From an optimization exercise on the open Yosys and OpenROAD flow, aimed at small area, a short achievable clock period and few clock cycles; shortcuts taken in it are not production practice.
In this exercise RTL edits were held to simulation tests only and were not proved equivalent to the original.
Power and IR drop assume default switching activity. No driver is modelled on the clock port, so clocking that relies on it looks cheaper here than on a real chip.

build 51:
// lens_array
module lens_array (
    input  wire         clk,
    input  wire         rst,
    input  wire         s_valid,
    output wire         s_ready,
    input  wire [63:0]  s_key,       
    input  wire [4:0]   s_klen,      
    input  wire [3:0]   s_first,     
    input  wire [3:0]   s_last,      
    input  wire [3:0]   s_ver,       
    input  wire [3:0]   s_oldest,    
    input  wire [19:0]  s_miss,      
    output reg          r_valid,
    output reg          r_hit,
    output reg  [19:0]  r_ptr,
    output reg  [3:0]   r_row,
    output reg  [15:0]  r_prio,
    input  wire         w_valid,
    output wire         w_ready,
    input  wire [1:0]   w_op,        
    input  wire [3:0]   w_row,
    input  wire [3:0]   w_staged,    
    input  wire [255:0] w_cells,     
    input  wire [15:0]  w_prio,
    input  wire [17:0]  w_result,
    input  wire [3:0]   w_birth,
    input  wire [3:0]   w_death,
    input  wire         w_born,
    input  wire         w_dying,
    output reg          wr_valid,
    output reg  [2:0]   wr_code      
);
export LEC_CHECK = 0
export CAP_MARGIN = 20
export CORE_MARGIN = 2
export CORE_UTILIZATION = 65
export CTS_CLUSTER_DIAMETER = 100
export CTS_CLUSTER_SIZE = 30
export SLEW_MARGIN = 20
create_clock -name core_clock -period 55.0 [get_ports {clk}]
standard.sh (not shown) runs the stock make flow with config.mk's settings and CLKGATE_MAP_FILE= SYNTH_SCRIPT=/design/flow/synth_recipe.tcl, a recipe that flattens the netlist after the stock synthesis.
==> flow/flow/run.sh <==
#!/bin/bash
set -euo pipefail
W=$PWD
# synthesis core: ORFS's synth.tcl with the ABC script swapped
sed 's#^source $::env(SCRIPTS_DIR)/synth_preamble.tcl$#&\nset abc_args [lreplace $abc_args 1 1 '"$W"'/flow/abc_area_nf.script]#' \
    "$FLOW_HOME/scripts/synth.tcl" > "$W/flow_synth_core.tcl"
grep -q abc_area_nf "$W/flow_synth_core.tcl"
sed 's#source $::env(SCRIPTS_DIR)/synth.tcl#source '"$W"'/flow_synth_core.tcl#' \
    "$W/synth_recipe.tcl" > "$W/flow_synth.tcl"
grep -q flow_synth_core "$W/flow_synth.tcl"
bash standard.sh SYNTH_SCRIPT="$W/flow_synth.tcl" \
    BUFFER_PORTS_ARGS="-buffer_cell sky130_fd_sc_hd__buf_2" \
    POST_GLOBAL_PLACE_TCL="$W/flow/inbuf.tcl" \
    CTS_ARGS="-sink_clustering_enable -repair_clock_nets -sink_clustering_size 30 -sink_clustering_max_diameter 100 -dont_use_dummy_load" \
    ADDER_MAP_FILE= SETUP_SLACK_MARGIN=42.7 SKIP_GATE_CLONING=1 finish > "$W/flow_make.log" 2>&1
==> flow/flow/abc_area_nf.script <==
&get -n
&st
&dch -f
&nf -R 1000
&put
&get -n
&st
&dch -f
&nf -R 1000
&put
&get -n
&st
&dch -f
&nf -R 1000 -E 50
&put
topo
==> flow/flow/inbuf.tcl <==
# Input ports need no fast buffer (their paths have slack): give each input
# port buffer the smallest buffer cell instead of buf_2.
set n 0
foreach inst [[ord::get_db_block] getInsts] {
  if {[regexp {^input[0-9]+$} [$inst getName]] &&
      [[$inst getMaster] getName] eq "sky130_fd_sc_hd__buf_2"} {
    replace_cell [get_cells [$inst getName]] sky130_fd_sc_hd__buf_1
    incr n
  }
}
puts "inbuf: $n input buffers set to buf_1"
Testbench counts of build 51, summed over its fixed seeds: cycles 16,375.
#### Input delta (build 67 over build 51)
- CORE_UTILIZATION: 65 -> 60
-- flow/flow/run.sh --
<<< build 51, line 1
#!/bin/bash
set -euo pipefail
>>> build 67, line 1
#!/bin/bash
# The standard ORFS layout, with three changes to how it is made:
#  - synthesis is the standard script, except that ABC maps the logic with
#    flow/abc_area_nf.script (an area-oriented &nf mapping) and adders and
#    comparators are left to ABC instead of being mapped to half/full adder
#    cells; registers are mapped by the same dfflibmap step as before, so
#    they are unchanged;
#  - ports are buffered with buf_2 instead of the default delay buffer;
#  - repair_timing keeps a wide setup margin, so that it sizes paths for a
#    short achieved period (the clock stays at the design's period).
# Each tool's full output stays in orfs/logs/; make's own output goes to
# flow_make.log here.
set -euo pipefail
<<< build 51, line 12
    BUFFER_PORTS_ARGS="-buffer_cell sky130_fd_sc_hd__buf_2" \
    POST_GLOBAL_PLACE_TCL="$W/flow/inbuf.tcl" \
    CTS_ARGS="-sink_clustering_enable -repair_clock_nets -sink_clustering_size 30 -sink_clustering_max_diameter 100 -dont_use_dummy_load" \
    ADDER_MAP_FILE= SETUP_SLACK_MARGIN=42.7 SKIP_GATE_CLONING=1 finish > "$W/flow_make.log" 2>&1
>>> build 67, line 23
    BUFFER_PORTS_ARGS="-buffer_cell sky130_fd_sc_hd__buf_2" \
    ADDER_MAP_FILE= SETUP_SLACK_MARGIN=43 finish > "$W/flow_make.log" 2>&1
==> flow/flow/abc_area_nf.script <==
&get -n
&st
&dch -f
&nf -R 1000
&put
&get -n
&st
&dch -f
&nf -R 1000
&put
topo
removed: flow/flow/inbuf.tcl
Results
From build 51 to build 67 the numbers moved as follows: detailed placement HPWL closely matched the old numbers; time the final worst path needs with I/O delays and setup saw an increase. Build 67 against build 51: cell area went up by about 2%, power went up by about 1%, fraction of area in registers went down by 1.3 points, global-route usage went down by 3.6 points, peak per-stage delay on the critical path went down by 40 ps. Build 67 had finished all stages when the layout checks came back failing, citing capacitance limit, slew limit. Taking build 51 as the reference, in build 67 met3 routed wirelength decreased 25%, number of instances in the synthesized netlist increased 190, worst setup slack after layout decreased 36 ps, wire length of the first global-routing pass essentially unchanged.
Here is what was changed in the inputs of build 31 compared with build 67.
-- flow/flow/run.sh --
<<< build 67, line 7
#    they are unchanged;
#  - ports are buffered with buf_2 instead of the default delay buffer;
#  - repair_timing keeps a wide setup margin, so that it sizes paths for a
>>> build 31, line 7
#    they are unchanged;
#  - ports are buffered with buf_2 instead of the default delay buffer, and
#    after global placement the input ports' buffers become buf_1
#    (flow/inbuf.tcl), since input paths have slack;
#  - repair_timing keeps a wide setup margin, so that it sizes paths for a
<<< build 67, line 23
    BUFFER_PORTS_ARGS="-buffer_cell sky130_fd_sc_hd__buf_2" \
    ADDER_MAP_FILE= SETUP_SLACK_MARGIN=43 finish > "$W/flow_make.log" 2>&1
>>> build 31, line 25
    BUFFER_PORTS_ARGS="-buffer_cell sky130_fd_sc_hd__buf_2" \
    POST_GLOBAL_PLACE_TCL="$W/flow/inbuf.tcl" \
    ADDER_MAP_FILE= SETUP_SLACK_MARGIN=43 finish > "$W/flow_make.log" 2>&1
==> flow/flow/inbuf.tcl (new file) <==
# Input ports need no fast buffer (their paths have slack): give each input
# port buffer the smallest buffer cell instead of buf_2.
set n 0
foreach inst [[ord::get_db_block] getInsts] {
  if {[regexp {^input[0-9]+$} [$inst getName]] &&
      [[$inst getMaster] getName] eq "sky130_fd_sc_hd__buf_2"} {
    replace_cell [get_cells [$inst getName]] sky130_fd_sc_hd__buf_1
    incr n
  }
}
puts "inbuf: $n input buffers set to buf_1"
==> comparison <==
Build 31: PASS, flow complete, no timing, DRC or antenna violations. Compared build 31 against build 67; total power within noise. Build 31 -> build 67: final worst-path cycle share flat. Build 31 has shortest period the worst path allows above what build 67 had. Between build 31 and build 67, the difference in core utilization is negligible. From build 67 to build 31 the numbers moved as follows: final cell count roughly the same, part of the total power dissipated in the clock network comparable, latest clock arrival within the worst-skew pair has decreased.
The following lists how build 70 was set up differently from build 31:
- CORE_UTILIZATION: 60 -> 68
==> flow/flow/run.sh <==
#!/bin/bash
set -euo pipefail
W=$PWD
# synthesis core: ORFS's synth.tcl with the ABC script swapped
sed 's#^source $::env(SCRIPTS_DIR)/synth_preamble.tcl$#&\nset abc_args [lreplace $abc_args 1 1 '"$W"'/flow/abc_area_nf.script]#' \
    "$FLOW_HOME/scripts/synth.tcl" > "$W/flow_synth_core.tcl"
grep -q abc_area_nf "$W/flow_synth_core.tcl"
sed 's#source $::env(SCRIPTS_DIR)/synth.tcl#source '"$W"'/flow_synth_core.tcl#' \
    "$W/synth_recipe.tcl" > "$W/flow_synth.tcl"
grep -q flow_synth_core "$W/flow_synth.tcl"
bash standard.sh SYNTH_SCRIPT="$W/flow_synth.tcl" \
    BUFFER_PORTS_ARGS="-buffer_cell sky130_fd_sc_hd__buf_2" \
    POST_GLOBAL_PLACE_TCL="$W/flow/inbuf.tcl" \
    CTS_ARGS="-sink_clustering_enable -repair_clock_nets -sink_clustering_size 30 -sink_clustering_max_diameter 100 -dont_use_dummy_load" \
    ADDER_MAP_FILE= SETUP_SLACK_MARGIN=42.7 SKIP_GATE_CLONING=1 finish > "$W/flow_make.log" 2>&1
-- flow/flow/abc_area_nf.script --
<<< build 31, line 1
&get -n
>>> build 70, line 1
&get -n
&st
&dch -f
&nf -R 1000
&put
&get -n
--- outcome ---
- Build 70 completed; timing, DRC and antenna clean
- Higher buffer count from post-CTS setup fixing goes to build 31 over build 70.
- | share of final layout cell area taken by non-clock buffers | lower: build 70 |
- Non-clock buffer count: build 70 < build 31
- Re actual transition at the worst max-transition pin: build 31 was lower than build 70.
- Higher clock network area share was reported by build 31, not build 70.
- Any difference in final worst-path cycle share between build 70 and build 31 is small enough to ignore.
- Build 70: number of clock buffers in the layout lower than build 31
#### Input delta (build 86 over build 70)
- CORE_UTILIZATION now 65, was 68
-- flow/flow/run.sh --
<<< build 70, line 1
#!/bin/bash
set -euo pipefail
>>> build 86, line 1
#!/bin/bash
# The standard ORFS layout, with three changes to how it is made:
#  - synthesis is the standard script, except that ABC maps the logic with
#    flow/abc_area_nf.script (an area-oriented &nf mapping) and adders and
#    comparators are left to ABC instead of being mapped to half/full adder
#    cells; registers are mapped by the same dfflibmap step as before, so
#    they are unchanged;
#  - ports are buffered with buf_2 instead of the default delay buffer, and
#    after global placement the input ports' buffers become buf_1
#    (flow/inbuf.tcl), since input paths have slack;
#  - repair_timing keeps a wide setup margin, so that it sizes paths for a
#    short achieved period (the clock stays at the design's period), and
#    does not clone gates (clones load their input nets past what the later
#    repair of slews catches).
# Each tool's full output stays in orfs/logs/; make's own output goes to
# flow_make.log here.
set -euo pipefail
<<< build 70, line 13
    POST_GLOBAL_PLACE_TCL="$W/flow/inbuf.tcl" \
    CTS_ARGS="-sink_clustering_enable -repair_clock_nets -sink_clustering_size 30 -sink_clustering_max_diameter 100 -dont_use_dummy_load" \
    ADDER_MAP_FILE= SETUP_SLACK_MARGIN=42.7 SKIP_GATE_CLONING=1 finish > "$W/flow_make.log" 2>&1
>>> build 86, line 28
    POST_GLOBAL_PLACE_TCL="$W/flow/inbuf.tcl" \
    ADDER_MAP_FILE= SETUP_SLACK_MARGIN=42.7 SKIP_GATE_CLONING=1 finish > "$W/flow_make.log" 2>&1
Notes after the runs:
- Build 70 | status: complete | timing, DRC, antenna: pass
- The final layout from build 86, which completed every stage, passed the timing, DRC and antenna checks at the end of the flow.
- Wire length after detailed routing essentially unchanged between build 86 and build 70.
- On worst setup slack: between build 86 and build 70, it ends up higher for build 86.
- Build 70 -> build 86: detailed-routed wire length on met2 increased slightly
- Higher final area was reported by build 86, not build 70.
Here is what was changed in the inputs of build 84 compared with build 86.
==> flow/flow/run.sh <==
#!/bin/bash
set -euo pipefail
W=$PWD
# synthesis core: ORFS's synth.tcl with the ABC script swapped
sed 's#^source $::env(SCRIPTS_DIR)/synth_preamble.tcl$#&\nset abc_args [lreplace $abc_args 1 1 '"$W"'/flow/abc_area_nf.script]#' \
    "$FLOW_HOME/scripts/synth.tcl" > "$W/flow_synth_core.tcl"
grep -q abc_area_nf "$W/flow_synth_core.tcl"
sed 's#source $::env(SCRIPTS_DIR)/synth.tcl#source '"$W"'/flow_synth_core.tcl#' \
    "$W/synth_recipe.tcl" > "$W/flow_synth.tcl"
grep -q flow_synth_core "$W/flow_synth.tcl"
bash standard.sh SYNTH_SCRIPT="$W/flow_synth.tcl" \
    BUFFER_PORTS_ARGS="-buffer_cell sky130_fd_sc_hd__buf_2" \
    POST_GLOBAL_PLACE_TCL="$W/flow/inbuf.tcl" \
    CTS_ARGS="-sink_clustering_enable -repair_clock_nets -sink_clustering_size 30 -sink_clustering_max_diameter 100 -dont_use_dummy_load" \
    ADDER_MAP_FILE= SETUP_SLACK_MARGIN=42.7 SKIP_GATE_CLONING=1 finish > "$W/flow_make.log" 2>&1
--- outcome ---
Summary of build 84 over build 86: count of filler cells inserted in the layout went up 0.68%; sequential share of layout area went up 0.27 points; post-layout worst setup margin went up 27 ps.

what the ideal ports hide:
In the flow no input, the clock included, has a driving cell. The finished layouts below were timed again as built, in two steps.
Step 1 (the two cells are an assumption about what drives the block):
set clk [get_ports {clk}]
set_driving_cell -lib_cell sky130_fd_sc_hd__clkbuf_16 $clk
set_driving_cell -lib_cell sky130_fd_sc_hd__buf_2 [delete_from_list [all_inputs] $clk]
Step 2, shift: input delay + t, output delay - t, t = (earliest + latest rising clock arrival at the registers) / 2. This alone moves slack from input paths to output paths.
a / b / c = ideal / step 1 / step 2; a / b = the first two.
run	shift t [ns]	slack for setup (ns)	hold slack, ns	latest minus earliest clock arrival (ns)
build 51	0.976	42.627 / 42.517 / 41.852	0.301 / 0.301 / 0.301	0.101 / 0.101
build 67	1.027	42.591 / 42.486 / 41.941	0.321 / 0.321 / 0.321	0.088 / 0.088
build 31	1.030	42.570 / 42.460 / 41.980	0.317 / 0.317 / 0.317	0.060 / 0.059
build 70	0.989	42.572 / 42.471 / 41.781	0.275 / 0.275 / 0.275	0.126 / 0.126
build 86	0.992	42.613 / 42.510 / 41.775	0.326 / 0.326 / 0.326	0.054 / 0.053
build 84	0.953	42.640 / 42.537 / 41.787	0.301 / 0.301 / 0.301	0.116 / 0.116
The setup slack of build 84, which loses most, moves by -0.103 ns with the drivers and by -0.853 ns with both steps.
